From an optimization exercise on the open Yosys and OpenROAD flow, aimed at small area and a short achievable clock period; shortcuts taken in it are not production practice. The RTL was checked by simulation tests, not by an equivalence proof against the original design.

## flow/design.v (module list and top-level ports; edited modules follow where they fit)
// module thm_corr_lane: 1279 lines
// module thm_corr_fade: 107 lines
// module thm_corr: 109 lines
module thm_corr (
    input  wire        clk,
    input  wire        rst,         
    input  wire        in_valid,
    input  wire [15:0] in_raw,      
    input  wire [15:0] in_ffc,      
    input  wire        in_ffc_bad,
    input  wire [15:0] in_off_a,    
    input  wire [15:0] in_gain_a,
    input  wire [15:0] in_drift_a,
    input  wire        in_bad_a,
    input  wire [15:0] in_off_b,    
    input  wire [15:0] in_gain_b,
    input  wire [15:0] in_drift_b,
    input  wire        in_bad_b,
    input  wire [15:0] in_t_array,  
    input  wire [15:0] in_t_cal_a,
    input  wire [15:0] in_t_cal_b,
    input  wire [15:0] in_ped_a,
    input  wire [15:0] in_ped_b,
    input  wire [3:0]  in_fade_k,   
    output reg         out_valid,
    output reg  [15:0] out_z,       
    output reg  [15:0] out_z_a,     
    output reg  [15:0] out_z_b,     
    output reg         out_bad_a,   
    output reg         out_bad_b    
);
  // ...
==> flow/flow/run.sh <==
#!/bin/bash
# The standard layout (standard.sh) with two changes:
#  - Yosys's quick ABC pass inside "synth" is turned off (synth -noabc), so
#    that extract_fa sees the full-adder trees of the RTL as written;
#  - the port buffers are sky130_fd_sc_hd__buf_1 (every port still gets one).
# make's full output goes to standard.log; each ORFS step logs under orfs/logs.
set -euo pipefail
export SYNTH_ARGS="-noabc"
export BUFFER_PORTS_ARGS="-buffer_cell sky130_fd_sc_hd__buf_1"
bash standard.sh > standard.log 2>&1
==> flow/standard.sh <==
#!/bin/bash
# synth_recipe.tcl (not shown) runs the flow's synth.tcl, then flattens the netlist and writes it again
# the make line also repeats each setting of config.mk as NAME=value (left out here)
make -C /OpenROAD-flow-scripts/flow DESIGN_CONFIG=/design/flow/config.mk WORK_HOME=/design/flow/orfs CLKGATE_MAP_FILE= SYNTH_SCRIPT=/design/flow/synth_recipe.tcl "${@:-finish}"
==> flow/config.mk <==
export PLATFORM = sky130hd
export DESIGN_NAME = thm_corr
export DESIGN_NICKNAME = thm_corr
export VERILOG_FILES = /design/flow/design.v
export SDC_FILE = /design/flow/constraint.sdc
export NUM_CORES = 4
export LEC_CHECK = 0
export CAP_MARGIN = 20
export CORE_MARGIN = 2
export CORE_UTILIZATION = 40
export CTS_BUF_LIST = sky130_fd_sc_hd__clkbuf_16
export CTS_CLUSTER_DIAMETER = 80
export CTS_CLUSTER_SIZE = 30
export SLEW_MARGIN = 20
export SYNTH_HIERARCHICAL = 1
export SYNTH_MINIMUM_KEEP_SIZE = 0
==> flow/constraint.sdc <==
create_clock -name core_clock -period 35.0 [get_ports {clk}]
set_input_delay 7.0000 -clock core_clock [delete_from_list [all_inputs] [get_ports {clk}]]
set_output_delay 7.0000 -clock core_clock [all_outputs]
set_load 0.01 [all_outputs]
==> metrics.md, run 1 <==
| Metric | Value |
|---|---|
| Status | no timing/DRC/antenna violations |
| Post-synthesis simple-gate area fraction | approximately 8.5% |
| Nets | between 5000 and 6000 |
| Routed vias/inst | ~5.5 |
| Starting Density | roughly 40% |
| Synth top area share | between 20% and 30% |
| Synth unique cells | between 80 and 90 |
| H-tree depth | 1 |
| Min Hold Slack | roughly 0.32 ns |
| Crit end category | primary output |
| Synth Flop Type | dfxtp_1 |
| Reg2reg path depth | 26 |
| Multi-input gate area | between 30000 and 40000 µm² |
| Final HPWL DP | approximately 110000 µm |
| CLK BUF | 29 |
| Top layer in use | met5 |
| RePlAce Congestion | ~0.96 |
| Vias | 33043 |
| Setup WS pre-CTS | between 20 and 30 ns |
| RSZ-0062 raised after global routing | no |
| Yosys top cell by area | fa_1 |
| Buffer count from post-CTS setup fixing | 0 |
| Synth cell count leaders | fa_1, xnor2_1, dfxtp_1 |
| Worst Path Buf+Inv | 1 |
| Max frequency | 123 MHz |
| Clk Latency, worst-skew pair | 0.64 ns |
==> module thm_corr, before the edit <==
module thm_corr (
    input  wire        clk,
    input  wire        rst,         
    input  wire        in_valid,
    input  wire [15:0] in_raw,      
    input  wire [15:0] in_ffc,      
    input  wire        in_ffc_bad,
    input  wire [15:0] in_off_a,    
    input  wire [15:0] in_gain_a,
    input  wire [15:0] in_drift_a,
    input  wire        in_bad_a,
    input  wire [15:0] in_off_b,    
    input  wire [15:0] in_gain_b,
    input  wire [15:0] in_drift_b,
    input  wire        in_bad_b,
    input  wire [15:0] in_t_array,  
    input  wire [15:0] in_t_cal_a,
    input  wire [15:0] in_t_cal_b,
    input  wire [15:0] in_ped_a,
    input  wire [15:0] in_ped_b,
    input  wire [3:0]  in_fade_k,   
    output reg         out_valid,
    output reg  [15:0] out_z,       
    output reg  [15:0] out_z_a,     
    output reg  [15:0] out_z_b,     
    output reg         out_bad_a,   
    output reg         out_bad_b    
);
    reg        s1_valid;
    reg [15:0] s1_raw, s1_ffc_n, s1_off_a_n, s1_gain_a, s1_drift_a, s1_off_b_n, s1_gain_b, s1_drift_b;
    reg [15:0] s1_ped_a, s1_ped_b;
    reg [8:0]  s1_ndt_lo_a, s1_ndt_lo_b;
    reg        s1_ndt_nb_a, s1_ndt_nb_b;
    reg [6:0]  s1_t_array_hi_n, s1_t_cal_hi_a, s1_t_cal_hi_b;
    reg        s1_bad_a, s1_bad_b;
    reg [3:0]  s1_k;
    always @(posedge clk) begin
        if (rst) s1_valid <= 1'b0;
        else     s1_valid <= in_valid;
        s1_raw     <= in_raw;
        s1_ffc_n   <= {in_ffc[15], ~in_ffc[14:0]};
        s1_off_a_n <= {in_off_a[15], ~in_off_a[14:0]};
        s1_gain_a  <= in_gain_a;
        s1_drift_a <= in_drift_a;
        s1_off_b_n <= {in_off_b[15], ~in_off_b[14:0]};
        s1_gain_b  <= in_gain_b;
        s1_drift_b <= in_drift_b;
        {s1_ndt_nb_a, s1_ndt_lo_a} <= {1'b1, in_t_cal_a[8:0]} - {1'b0, in_t_array[8:0]};
        {s1_ndt_nb_b, s1_ndt_lo_b} <= {1'b1, in_t_cal_b[8:0]} - {1'b0, in_t_array[8:0]};
        s1_t_array_hi_n <= ~in_t_array[15:9];
        s1_t_cal_hi_a <= in_t_cal_a[15:9];
        s1_t_cal_hi_b <= in_t_cal_b[15:9];
        s1_ped_a   <= in_ped_a;
        s1_ped_b   <= in_ped_b;
        s1_bad_a   <= in_bad_a | in_ffc_bad;
        s1_bad_b   <= in_bad_b | in_ffc_bad;
        s1_k       <= (in_fade_k > 4'd8) ? 4'd8 : in_fade_k;
    end
    reg        s2_valid, s3_valid;
    reg [15:0] s2_gain_a, s2_gain_b, s2_ped_a, s2_ped_b;
    reg        s2_bad_a, s2_bad_b, s3_bad_a, s3_bad_b;
    reg [3:0]  s2_k, s3_k;
    always @(posedge clk) begin
        if (rst) begin
            s2_valid <= 1'b0;
            s3_valid <= 1'b0;
        end else begin
            s2_valid <= s1_valid;
            s3_valid <= s2_valid;
        end
        s2_gain_a <= s1_gain_a;
        s2_gain_b <= s1_gain_b;
        s2_ped_a  <= s1_ped_a;
        s2_ped_b  <= s1_ped_b;
        s2_bad_a  <= s1_bad_a;
        s2_bad_b  <= s1_bad_b;
        s2_k      <= s1_k;
        s3_bad_a  <= s2_bad_a;
        s3_bad_b  <= s2_bad_b;
        s3_k      <= s2_k;
    end
    wire [15:0] zr_a, zr_b;
    wire        zu_a, zo_a, zu_b, zo_b;
    thm_corr_lane u_lane_a (
        .clk(clk),
        .raw(s1_raw), .ffc_n(s1_ffc_n), .offset_n(s1_off_a_n), .drift(s1_drift_a),
        .ndt_lo(s1_ndt_lo_a), .ndt_nb(s1_ndt_nb_a), .t_cal_hi(s1_t_cal_hi_a), .t_array_hi_n(s1_t_array_hi_n),
        .gain(s2_gain_a), .pedestal(s2_ped_a), .zr(zr_a), .zu(zu_a), .zo(zo_a)
    );
    thm_corr_lane u_lane_b (
        .clk(clk),
        .raw(s1_raw), .ffc_n(s1_ffc_n), .offset_n(s1_off_b_n), .drift(s1_drift_b),
        .ndt_lo(s1_ndt_lo_b), .ndt_nb(s1_ndt_nb_b), .t_cal_hi(s1_t_cal_hi_b), .t_array_hi_n(s1_t_array_hi_n),
        .gain(s2_gain_b), .pedestal(s2_ped_b), .zr(zr_b), .zu(zu_b), .zo(zo_b)
    );
    wire [15:0] z_a = zu_a ? 16'h0000 : zo_a ? 16'hFFFF : zr_a;
    wire [15:0] z_b = zu_b ? 16'h0000 : zo_b ? 16'hFFFF : zr_b;
    wire [15:0] z_f;
    thm_corr_fade u_fade (.za(z_a), .zb(z_b), .k(s3_k), .z(z_f));
    always @(posedge clk) begin
        if (rst) out_valid <= 1'b0;
        else     out_valid <= s3_valid;
        out_z     <= z_f;
        out_z_a   <= z_a;
        out_z_b   <= z_b;
        out_bad_a <= s3_bad_a;
        out_bad_b <= s3_bad_b;
    end
endmodule
==> inputs of run 2 (changes only) <==
--- a/flow/design.v
+++ b/flow/design.v
@@ -1,26 +1,26 @@
 module thm_corr_lane (
     input  wire        clk,
     input  wire [15:0] raw,
     input  wire [15:0] ffc_n,      
     input  wire [15:0] offset_n,   
     input  wire [15:0] drift,      
-    input  wire [8:0]  ndt_lo,
+    input  wire [6:0]  ndt_lo,
     input  wire        ndt_nb,
-    input  wire [6:0]  t_cal_hi,
-    input  wire [6:0]  t_array_hi_n,
+    input  wire [8:0]  t_cal_hi,
+    input  wire [8:0]  t_array_hi_n,
     input  wire [15:0] gain,       
     input  wire [15:0] pedestal,   
     output reg  [15:0] zr,
     output reg         zu,         
     output reg         zo          
 );
-    wire [8:0]  ndt_hs = {t_cal_hi[6], t_cal_hi, 1'b1} + {t_array_hi_n[6], t_array_hi_n, ndt_nb};
-    wire [7:0]  ndt_hi = ndt_hs[8:1];
+    wire [10:0] ndt_hs = {t_cal_hi[8], t_cal_hi, 1'b1} + {t_array_hi_n[8], t_array_hi_n, ndt_nb};
+    wire [9:0]  ndt_hi = ndt_hs[10:1];
     wire [16:0] ndt  = {ndt_hi, ndt_lo};    
     wire        dpos = drift[15] ^ ndt[16];
     wire        dneg = ~dpos;    
     wire mb_one0 = drift[0] ^ 1'b0;
     wire mb_two0 = (drift[1] & ~drift[0] & ~1'b0) | (~drift[1] & drift[0] & 1'b0);
     wire mb_neg0 = drift[1] & ~(drift[0] & 1'b0);
     wire mb_pos0 = ~drift[1] | (drift[0] & 1'b0);
     wire mb_zero0 = ~(mb_one0 | mb_two0);
@@ -1410,37 +1410,37 @@
     output reg  [15:0] out_z_a,     
     output reg  [15:0] out_z_b,     
     output reg         out_bad_a,   
     output reg         out_bad_b    
 );
     reg        s1_valid;
     reg [15:0] s1_raw, s1_ffc_n, s1_off_a_n, s1_gain_a, s1_drift_a, s1_off_b_n, s1_gain_b, s1_drift_b;
     reg [15:0] s1_ped_a, s1_ped_b;
-    reg [8:0]  s1_ndt_lo_a, s1_ndt_lo_b;
+    reg [6:0]  s1_ndt_lo_a, s1_ndt_lo_b;
     reg        s1_ndt_nb_a, s1_ndt_nb_b;
-    reg [6:0]  s1_t_array_hi_n, s1_t_cal_hi_a, s1_t_cal_hi_b;
+    reg [8:0]  s1_t_array_hi_n, s1_t_cal_hi_a, s1_t_cal_hi_b;
     reg        s1_bad_a, s1_bad_b;
     reg [3:0]  s1_k;
     always @(posedge clk) begin
         if (rst) s1_valid <= 1'b0;
         else     s1_valid <= in_valid;
         s1_raw     <= in_raw;
         s1_ffc_n   <= {in_ffc[15], ~in_ffc[14:0]};
         s1_off_a_n <= {in_off_a[15], ~in_off_a[14:0]};
         s1_gain_a  <= in_gain_a;
         s1_drift_a <= in_drift_a;
         s1_off_b_n <= {in_off_b[15], ~in_off_b[14:0]};
         s1_gain_b  <= in_gain_b;
         s1_drift_b <= in_drift_b;
-        {s1_ndt_nb_a, s1_ndt_lo_a} <= {1'b1, in_t_cal_a[8:0]} - {1'b0, in_t_array[8:0]};
-        {s1_ndt_nb_b, s1_ndt_lo_b} <= {1'b1, in_t_cal_b[8:0]} - {1'b0, in_t_array[8:0]};
-        s1_t_array_hi_n <= ~in_t_array[15:9];
-        s1_t_cal_hi_a <= in_t_cal_a[15:9];
-        s1_t_cal_hi_b <= in_t_cal_b[15:9];
+        {s1_ndt_nb_a, s1_ndt_lo_a} <= {1'b1, in_t_cal_a[6:0]} - {1'b0, in_t_array[6:0]};
+        {s1_ndt_nb_b, s1_ndt_lo_b} <= {1'b1, in_t_cal_b[6:0]} - {1'b0, in_t_array[6:0]};
+        s1_t_array_hi_n <= ~in_t_array[15:7];
+        s1_t_cal_hi_a <= in_t_cal_a[15:7];
+        s1_t_cal_hi_b <= in_t_cal_b[15:7];
         s1_ped_a   <= in_ped_a;
         s1_ped_b   <= in_ped_b;
         s1_bad_a   <= in_bad_a | in_ffc_bad;
         s1_bad_b   <= in_bad_b | in_ffc_bad;
         s1_k       <= (in_fade_k > 4'd8) ? 4'd8 : in_fade_k;
     end
     reg        s2_valid, s3_valid;
     reg [15:0] s2_gain_a, s2_gain_b, s2_ped_a, s2_ped_b;
==> flow/config.mk (replaced) <==
export PLATFORM = sky130hd
export DESIGN_NAME = thm_corr
export DESIGN_NICKNAME = thm_corr
export VERILOG_FILES = /design/flow/design.v
export SDC_FILE = /design/flow/constraint.sdc
export NUM_CORES = 4
export LEC_CHECK = 0
export CAP_MARGIN = 20
export CORE_MARGIN = 2
export CORE_UTILIZATION = 40
export CTS_BUF_LIST = sky130_fd_sc_hd__clkbuf_8
export CTS_CLUSTER_DIAMETER = 50
export CTS_CLUSTER_SIZE = 20
export SLEW_MARGIN = 20
export SYNTH_HIERARCHICAL = 1
export SYNTH_MINIMUM_KEEP_SIZE = 0
==> run 2 against run 1 <==
Against the previous run:
- still clean
- first-iteration DRC count rose by 2.5%
- clock skew rose by 0.037 ns
- final area up 1.6%
- final cell count up 1.6%
- register-to-register slack worse by 0.82 ns
- critical endpoint is now out_z_a[7]
==> metrics.md, run 2 <==
| Metric | Value |
|---|---|
| Commonest non-fill, non-tap cell in the layout | fa_1 |
| Mapped Avg Cell Area | around 10 µm² |
| Synth Area in Compound Gates | 15.6% |
| Antenna violations before repair | 8 |
| WHS Path Cells | 0 |
| Fin area | about 50000 µm² |
| Crit path DAT | between 1 and 1.5 ns |
| Max Root-Sink Buffers | 3 |
| Post-synthesis xor/xnor area fraction | approximately an eighth |
| Final Max Tran Viols | 0 |
| Global-route wire length before repair | ~200000 µm |
| Crit end category | primary output |
| EDFF count, synth | 0 |
| Starting Density | 40.2% (-0.17 points) |
| I/O pin count | 269 |
| Iteration count of the initial detailed-routing pass | 6 |
| Largest net degree at the start of global routing | 48 |
| Post-CTS sizing | 0 |
| TritonCTS clock tree | yes |
| Status | no timing/DRC/antenna violations |
| Final HPWL DP | 106000 µm (-0.16%) |
| Util after Layout | a little over two fifths |
| WL per Instance | 21.0 µm |
| Busiest grt layer | met2 |
| Worst hold path type | reg2reg |
| Yosys top cell by area | fa_1 |
| Critical Path Source Type | register |
| Grt total ovfl | 0 |
| I/O Buffers | 268 |
| Met3 track demand over resource | roughly 4.2% |
| Critical Path Stages | 1 |
| Reg2reg path depth | 20 (-23%) |
| Total track usage | between 20 and 25% |
| Buffer count from post-CTS setup fixing | 0 (unchanged) |
| Post-synthesis simple-gate area fraction | 8.08% (-0.40 points) |
| Async SR Flop Fraction | 0% |
| Max frequency | 121 MHz (-1.4%) |
| Synth cell count leaders | fa_1, xnor2_1, dfxtp_1 |
| Tightest Pin Transition | around 1.1 ns |
| Routed vias/inst | 5.49 (+0.30%) |
| Area share of fa/ha/maj cells after synthesis | 39.2% |
| Die Height | between 300 and 400 µm |
| Slowest Stage Delay on Critical Path | around 0.35 ns |
| Largest family of logic cells by synthesized area | adder cells |
| RePlAce Congestion | 0.946 (-1.5%) |
| Synth unique cells | 74 (-9.8%) |
| R2R setup slack | 26.77 ns |
| Hold Vio Cnt, Final | 0 |
| Total die area | 116000 µm² |
| CTS buffer count | 51 |
| CP Class | reg2out |
| Nets | 5827 (+1.1%) |
| 1st-iter DRT viols | about 2600 |
| # fillers | 11025 |
| Residual DRC | 0 |
| Clock slew at reported path FFs | ~0.10 ns |
| Post-CTS Hold Fix Bufs | 0 |
| Relative slew slack | roughly a quarter |
| FF+latch count, synth | about 420 |
| Vias in the first global route | ~34000 |
| Worst Path Buf+Inv | 1 (unchanged) |
| Warnings from Yosys | 8 |
| Post-placement cell area | 47600 µm² |
| Most used standard cell by instance count after synthesis | fa_1 |
| Setup TNS | 0 ns |
| Die span in x | 340 µm |
| Commonest non-fill, non-tap cells in the layout | fa_1, xnor2_1, dfxtp_1, o22ai_1, ha_1 |
| CP Max Fanout | 1 |
| Mux contribution to synthesized area | 1.98% |
| # clock sinks | 419 |
| Critical path, cell by cell | buf_1 |
| Syn Nets | roughly 5700 |
| Synth top area share | 29.4% (-0.28 points) |
| H-tree depth | 2 (+1) |
| Clk Latency, worst-skew pair | 0.74 ns (+0.10 ns) |
| Crit-path leading delay family | flip-flops |
| Core area | ~110000 µm² |
| Share of post-route cells with drive strength above 1 | just under 6% |
| Met1 Resource Use GR | a little under a third |
| Fin crit period | roughly 8.2 ns |
| Synthesized area | between 40000 and 50000 µm² |
| Synth Flop Type | dfxtp_1 |
| Area grow syn2layout | 8.39% |
| Sequential share of the synthesized area | between 10% and 20% |
| Final setup vio count | 0 |
| Post-Syn Instances | between 4000 and 5000 |
| Post-route ant nets | 0 |
| Fin crit share | 23.5% |
| Total Routed Length | 129000 µm |
| # rows | 123 |
| Slowest CP cell | dfxtp_1 |
| Worst Path Required | around 28 ns |
| RSZ-0062 raised after global routing | no |
| Setup Skew | about 0.07 ns |
| Vias | 33687 (+1.9%) |
| GR Util met2 | approximately 35% |
| Largest regs | u_lane_a.diff x21, u_lane_b.diff x21 |
| Root Buffer | clkbuf_8 |
| Max-cap violations | 0 |
| Synth area leaders | fa_1, dfxtp_1, ha_1 |
## run 2: cell types whose count changed after synthesis, moves of 12 or more
cell / change
xnor2_1: -104
a22o_1: +26
o21ai_0: +13
nand2_1: -14
o22ai_1: -22
xor2_1: +100
nand4_1: +14
a21o_1: +20
and3_1: +12
clkinv_1: -24
nor2_1: -26
inv_1: +35
a31oi_1: +14
## run 2: kinds of logic after synthesis
| family | after synthesis |
|---|---|
| fa+ha+maj | 1019 |
| buf+inv | 517 |
| mux | 81 |
| xor+xnor | 631 |
| simple gates | 716 |
| flops | 419 |
| compound gates | 1083 |
## run 2: cell type report
type	instances	area, µm²	share of cell area [%]
multi-input cells	3530	34900	71.3
clock inverters	42	627	1.28
diodes	3	7.51	0.0153
inverters	258	968	1.98
clock buffers	53	729	1.49
repair buffers	330	1490	3.04
flip-flops and latches	419	8390	17.1
well taps	1500	1880	3.83
## run 2: per-module statistics from Yosys, one instance, submodules excluded
module / cells inside / copies in the design / area (µm²)
thm_corr: 560 / 1 / 7940
thm_corr_fade: 240 / 1 / 2440
thm_corr_lane: 1833 / 2 / 17400
## run 2: per-layer routing
layer | routed length, µm | up-vias
met1 | 58500 | 16551
met4 | 3960 | 10
li1 | - | 15768
met2 | 56800 | 1177
met5 | 72 | -
met3 | 9510 | 181
## run 2: worst paths after layout
path                        start                   end
max            out_z_a[7]$_DFF_P_            out_z_a[7]
min          s1_gain_a[0]$_DFF_P_  s2_gain_a[0]$_DFF_P_
max reg2reg  s2_gain_a[9]$_DFF_P_   u_lane_a.zo$_DFF_P_
min reg2reg  s1_gain_a[0]$_DFF_P_  s2_gain_a[0]$_DFF_P_
## run 2: per-stage QoR
| step | worst slack [ns] | instances | hold WS (ns) |
|---|---|---|---|
| finish | 26.76 | 6135 | 0.328 |
| global placement | 26.53 | 6035 | 0.310 |
| detailed placement | 26.48 | 6035 | 0.312 |
| global route | 26.48 | 6133 | 0.330 |
| floorplan | 26.76 | 4466 | 0.310 |
| CTS | 26.67 | 6130 | 0.328 |
## run 2: worst reg2reg max path, delay by kind of cell, from the launching register on
family,cells,cell delay [ns]
flip-flops,1,0.56
AO/OA/AOI/OAI,8,2.11
AND/OR/NAND/NOR,3,0.93
adder cells (fa/ha/maj),6,2.68
XOR/XNOR,1,0.66
multiplexers,1,0.28
buffers and inverters,1,0.95
==> inputs of run 3 (changes only) <==
--- a/flow/config.mk
+++ b/flow/config.mk
@@ -12,5 +12,3 @@
 export CTS_CLUSTER_DIAMETER = 50
 export CTS_CLUSTER_SIZE = 20
 export SLEW_MARGIN = 20
-export SYNTH_HIERARCHICAL = 1
-export SYNTH_MINIMUM_KEEP_SIZE = 0
==> run 3 against run 2 <==
Against the previous run:
- clock skew shrank 0.017 ns
- first-iteration DRC count shrank 9.1%
- hold slack gained 0.0046 ns
- fmax is essentially flat
- clock-buffer cell count grew 2
- critical path depth grew 25
- core utilization grew 0.18 points
==> metrics.md, run 3 <==
| Metric | Value |
|---|---|
| Status | no timing/DRC/antenna violations |
| Share of post-route cells with drive strength above 1 | 4.77% (-1.1 points) |
| Synth unique cells | 85 (+15%) |
| Total track usage | 21.6% (-0.58 points) |
| Commonest non-fill, non-tap cell in the layout | fa_1 |
| Critical Path Source Type | register |
| WHS Path Cells | 0 (unchanged) |
| Worst hold path type | reg2reg |
| Post-CTS Hold Fix Bufs | 0 (unchanged) |
| Max frequency | 121 MHz (about the same) |
| Final WS setup | 26.77 ns (+0.00590 ns) |
| Synthesized area | 44900 µm² (-0.62%) |
| Synth area leaders | fa_1, dfxtp_1, xnor2_1 |
| Most used standard cell by instance count after synthesis | fa_1 |
| Synth cell count leaders | fa_1, xnor2_1, dfxtp_1 |
| Fin area | 48600 µm² (-0.82%) |
| Max Root-Sink Buffers | 3 (unchanged) |
| Vias | 33006 (-2.0%) |
| CTS buffer count | 52 (+2.0%) |
| Antenna violations before repair | 2 (-6) |
| 1st-iter DRT viols | 2361 (-9.1%) |
| Total die area | 115000 µm² (-0.61%) |
| Crit end category | register |
| Clk Latency, worst-skew pair | 0.76 ns (+0.02 ns) |
| Hold Vio Cnt, Final | 0 (unchanged) |
| Max-cap violations | 0 (unchanged) |
| Relative slew slack | 27.7% (+1.7 points) |
| WL per Instance | 20.2 µm (-3.7%) |
| Setup Skew | 0.0533 ns (-0.0167 ns) |
| # clock sinks | 419 (unchanged) |
| Synth top area share | 29.5% (+0.18 points) |
| I/O Buffers | 268 (unchanged) |
| Reg2reg path depth | 26 (+30%) |
| CP endpoint | u_lane_a.diff[20]$_DFF_P_ |
| Crit path DAT | 8.90 ns (+7.66 ns) |
| Commonest non-fill, non-tap cells in the layout | fa_1, xnor2_1, dfxtp_1, o22ai_1, ha_1 |
| Final HPWL DP | 102000 µm (-3.6%) |
| Largest regs | u_lane_a.diff x21, u_lane_b.diff x21 |
| Global-route wire length before repair | 195000 µm (-2.6%) |
| Yosys top cell by area | fa_1 |
| Final Max Tran Viols | 0 (unchanged) |
| Synth Flop Type | dfxtp_1 |
| Fin crit share | 23.5% (about the same) |
| TritonCTS clock tree | yes |
| Reg2reg start | s1_t_array_hi_n[0]$_DFF_P_ |
| Die span in x | 339 µm (-0.31%) |
| Root Buffer | clkbuf_8 |
| FF+latch count, synth | 419 (unchanged) |
| H-tree depth | 2 (unchanged) |
| I/O pin count | 269 (unchanged) |
| Routed vias/inst | 5.37 (-2.1%) |
| # rows | 122 (-0.81%) |
| Post-Syn Instances | 4499 (+0.74%) |
| Vias in the first global route | 33893 (-1.2%) |
| Total Routed Length | 124000 µm (-3.6%) |
| Iteration count of the initial detailed-routing pass | 7 (+1) |
| Final setup vio count | 0 (unchanged) |
| Die Height | 339 µm (-0.31%) |
| RSZ-0062 raised after global routing | no |
| Setup WS pre-CTS | 26.22 ns (-0.264 ns) |
| Worst setup path start | s1_t_array_hi_n[0]$_DFF_P_ |
| Syn Nets | 5735 (+0.56%) |
| Post-CTS sizing | 0 (unchanged) |
| Warnings from Yosys | 2 (-6) |
| Residual DRC | 0 (unchanged) |
| Nets | 5844 (+0.29%) |
| Grt total ovfl | 0 (unchanged) |
| Worst Path Required | 35.66 ns (+7.66 ns) |
| Sequential share of the synthesized area | 18.7% (+0.12 points) |
| Starting Density | 40.5% (+0.24 points) |
| Buffer count from post-CTS setup fixing | 0 (unchanged) |
| Post-placement cell area | 47200 µm² (-0.82%) |
| Reg2Reg Capture Point | u_lane_a.diff[20]$_DFF_P_ |
| CP Class | reg2reg |
| CP Max Fanout | 9 (+8) |
| Post-route ant nets | 0 (unchanged) |
| Fin crit period | 8.23 ns (-0.00590 ns) |
| Largest net degree at the start of global routing | 48 (unchanged) |
| R2R setup slack | 26.77 ns (about the same) |
| Setup TNS | 0 ns (unchanged) |
| Mapped Avg Cell Area | 9.99 µm² (-1.3%) |
| Area grow syn2layout | 8.17% |
| Async SR Flop Fraction | 0% (unchanged) |
| Clock slew at reported path FFs | 0.09 ns (about the same) |
| Core area | 111000 µm² (-1.2%) |
| Tightest Pin Transition | 1.08 ns (-0.0270 ns) |
| RePlAce Congestion | 0.917 (-3.1%) |
| EDFF count, synth | 0 (unchanged) |
==> run 3: cell types whose count changed in the layout (fill, tap and decap cells not counted), moves of 26 or more <==
| cell | change |
|---|---|
| a21oi_1 | -26 |
| inv_1 | +71 |
| mux2_2 | -48 |
| nand2_1 | +42 |
| o21ai_0 | +40 |
| xnor2_1 | +79 |
| xor2_1 | -77 |
==> run 3: area by class of cell <==
cell class / count / area [µm²]
Clock inverter: 42 / 627
Timing Repair Buffer: 314 / 1350
Fill cell: 10826 / 62400
Inverter: 330 / 1240
Tap cell: 1488 / 1860
Multi-Input combinational cell: 3491 / 34400
Clock buffer: 55 / 757
Antenna cell: 2 / 5.00
Sequential cell: 419 / 8390
==> run 3: cells by family (layout without fill, tap and decap cells) <==
logic type / after synthesis / after routing / synth area share (%)
AO/OA/AOI/OAI: 1073 / 1073 / 15.6
adder cells (fa/ha/maj): 1018 / 1018 / 39.4
AND/OR/NAND/NOR: 740 / 740 / 8.34
XOR/XNOR: 633 / 633 / 12.4
buffers and inverters: 589 / 741 / 4.98
flip-flops: 419 / 419 / 18.7
multiplexers: 27 / 27 / 0.657
other: 0 / 2 / 0
==> run 3: per-stage QoR <==
step	util (%)	cells	hold slack, ns
floorplan	-	4499	0.310
global placement	42.5	6042	0.310
detailed placement	42.5	6042	0.312
CTS	43.8	6139	0.336
global route	43.8	6140	0.333
finish	43.8	6141	0.333
==> run 3: worst min path at each step <==
stage | startpoint | endpoint | slack [ns]
5_1_grt | s1_ped_a[0]$_DFF_P_ | s2_ped_a[0]$_DFF_P_ | 0.33
2_1_floorplan | s3_bad_a$_DFF_P_ | out_bad_a$_DFF_P_ | 0.31
3_3_place_gp | s1_bad_a$_DFF_P_ | s2_bad_a$_DFF_P_ | 0.31
3_5_place_dp | s1_ped_a[1]$_DFF_P_ | s2_ped_a[1]$_DFF_P_ | 0.31
4_1_cts | s2_bad_b$_DFF_P_ | s3_bad_b$_DFF_P_ | 0.34
6_report | s1_ped_a[0]$_DFF_P_ | s2_ped_a[0]$_DFF_P_ | 0.33
==> run 3: worst max-delay path: stages, from the launching register on <==
cell	delay [ns]
dfxtp_1	0.46
ha_1	0.27
a21o_1	0.18
a21oi_1	0.23
o21bai_1	0.09
a21oi_1	0.22
o21bai_1	0.10
a21oi_1	0.31
mux2i_1	0.26
o2111ai_2	0.46
xnor2_1	0.29
a22o_1	0.27
fa_1	0.46
fa_1	0.52
fa_1	0.53
fa_1	0.52
fa_1	0.49
ha_1	0.37
and3_1	0.26
nand2_1	0.09
or4_1	0.52
o211ai_2	0.23
a31oi_2	0.15
o21a_1	0.24
o21ai_2	0.24
o221ai_1	0.20
nor2b_1	0.16
==> run 3: per-layer routing <==
| metal | vias to the layer above | routed length [µm] | track usage (%) |
|---|---|---|---|
| met5 | - | 16 | 0 |
| met4 | 2 | 3320 | 6.11 |
| met3 | 145 | 9380 | 4.29 |
| met2 | 1130 | 54000 | 33.3 |
| met1 | 16126 | 57400 | 30.6 |
| li1 | 15603 | - | - |

[re-timing with driven ports]
The results above use ideal ports. As a check the final layouts listed here were re-extracted and re-timed, cells and wires unchanged.
Step 1, drivers: a clkbuf_16 drives clk and a buf_2 each remaining input, both assumed.
Step 2 times the ports against the registers' clock, not the clock port: input delays grow and output delays shrink by t, the midpoint of the rising clock arrivals with the driver on.
Three values: ideal, step 1, step 2; two values: the first two.
run	t (ns)	setup slack, ns	hold WS [ns]
run 1	0.699	26.878 / 26.809 / 26.457	0.318 / 0.318 / 0.318
run 2	0.783	26.760 / 26.692 / 26.504	0.328 / 0.328 / 0.328
run 3	0.797	26.766 / 26.704 / 26.247	0.333 / 0.333 / 0.333
After both steps every run listed still meets setup and hold. The setup slack of run 3, which loses most, moves by -0.062 ns with the drivers and by -0.519 ns with both steps.
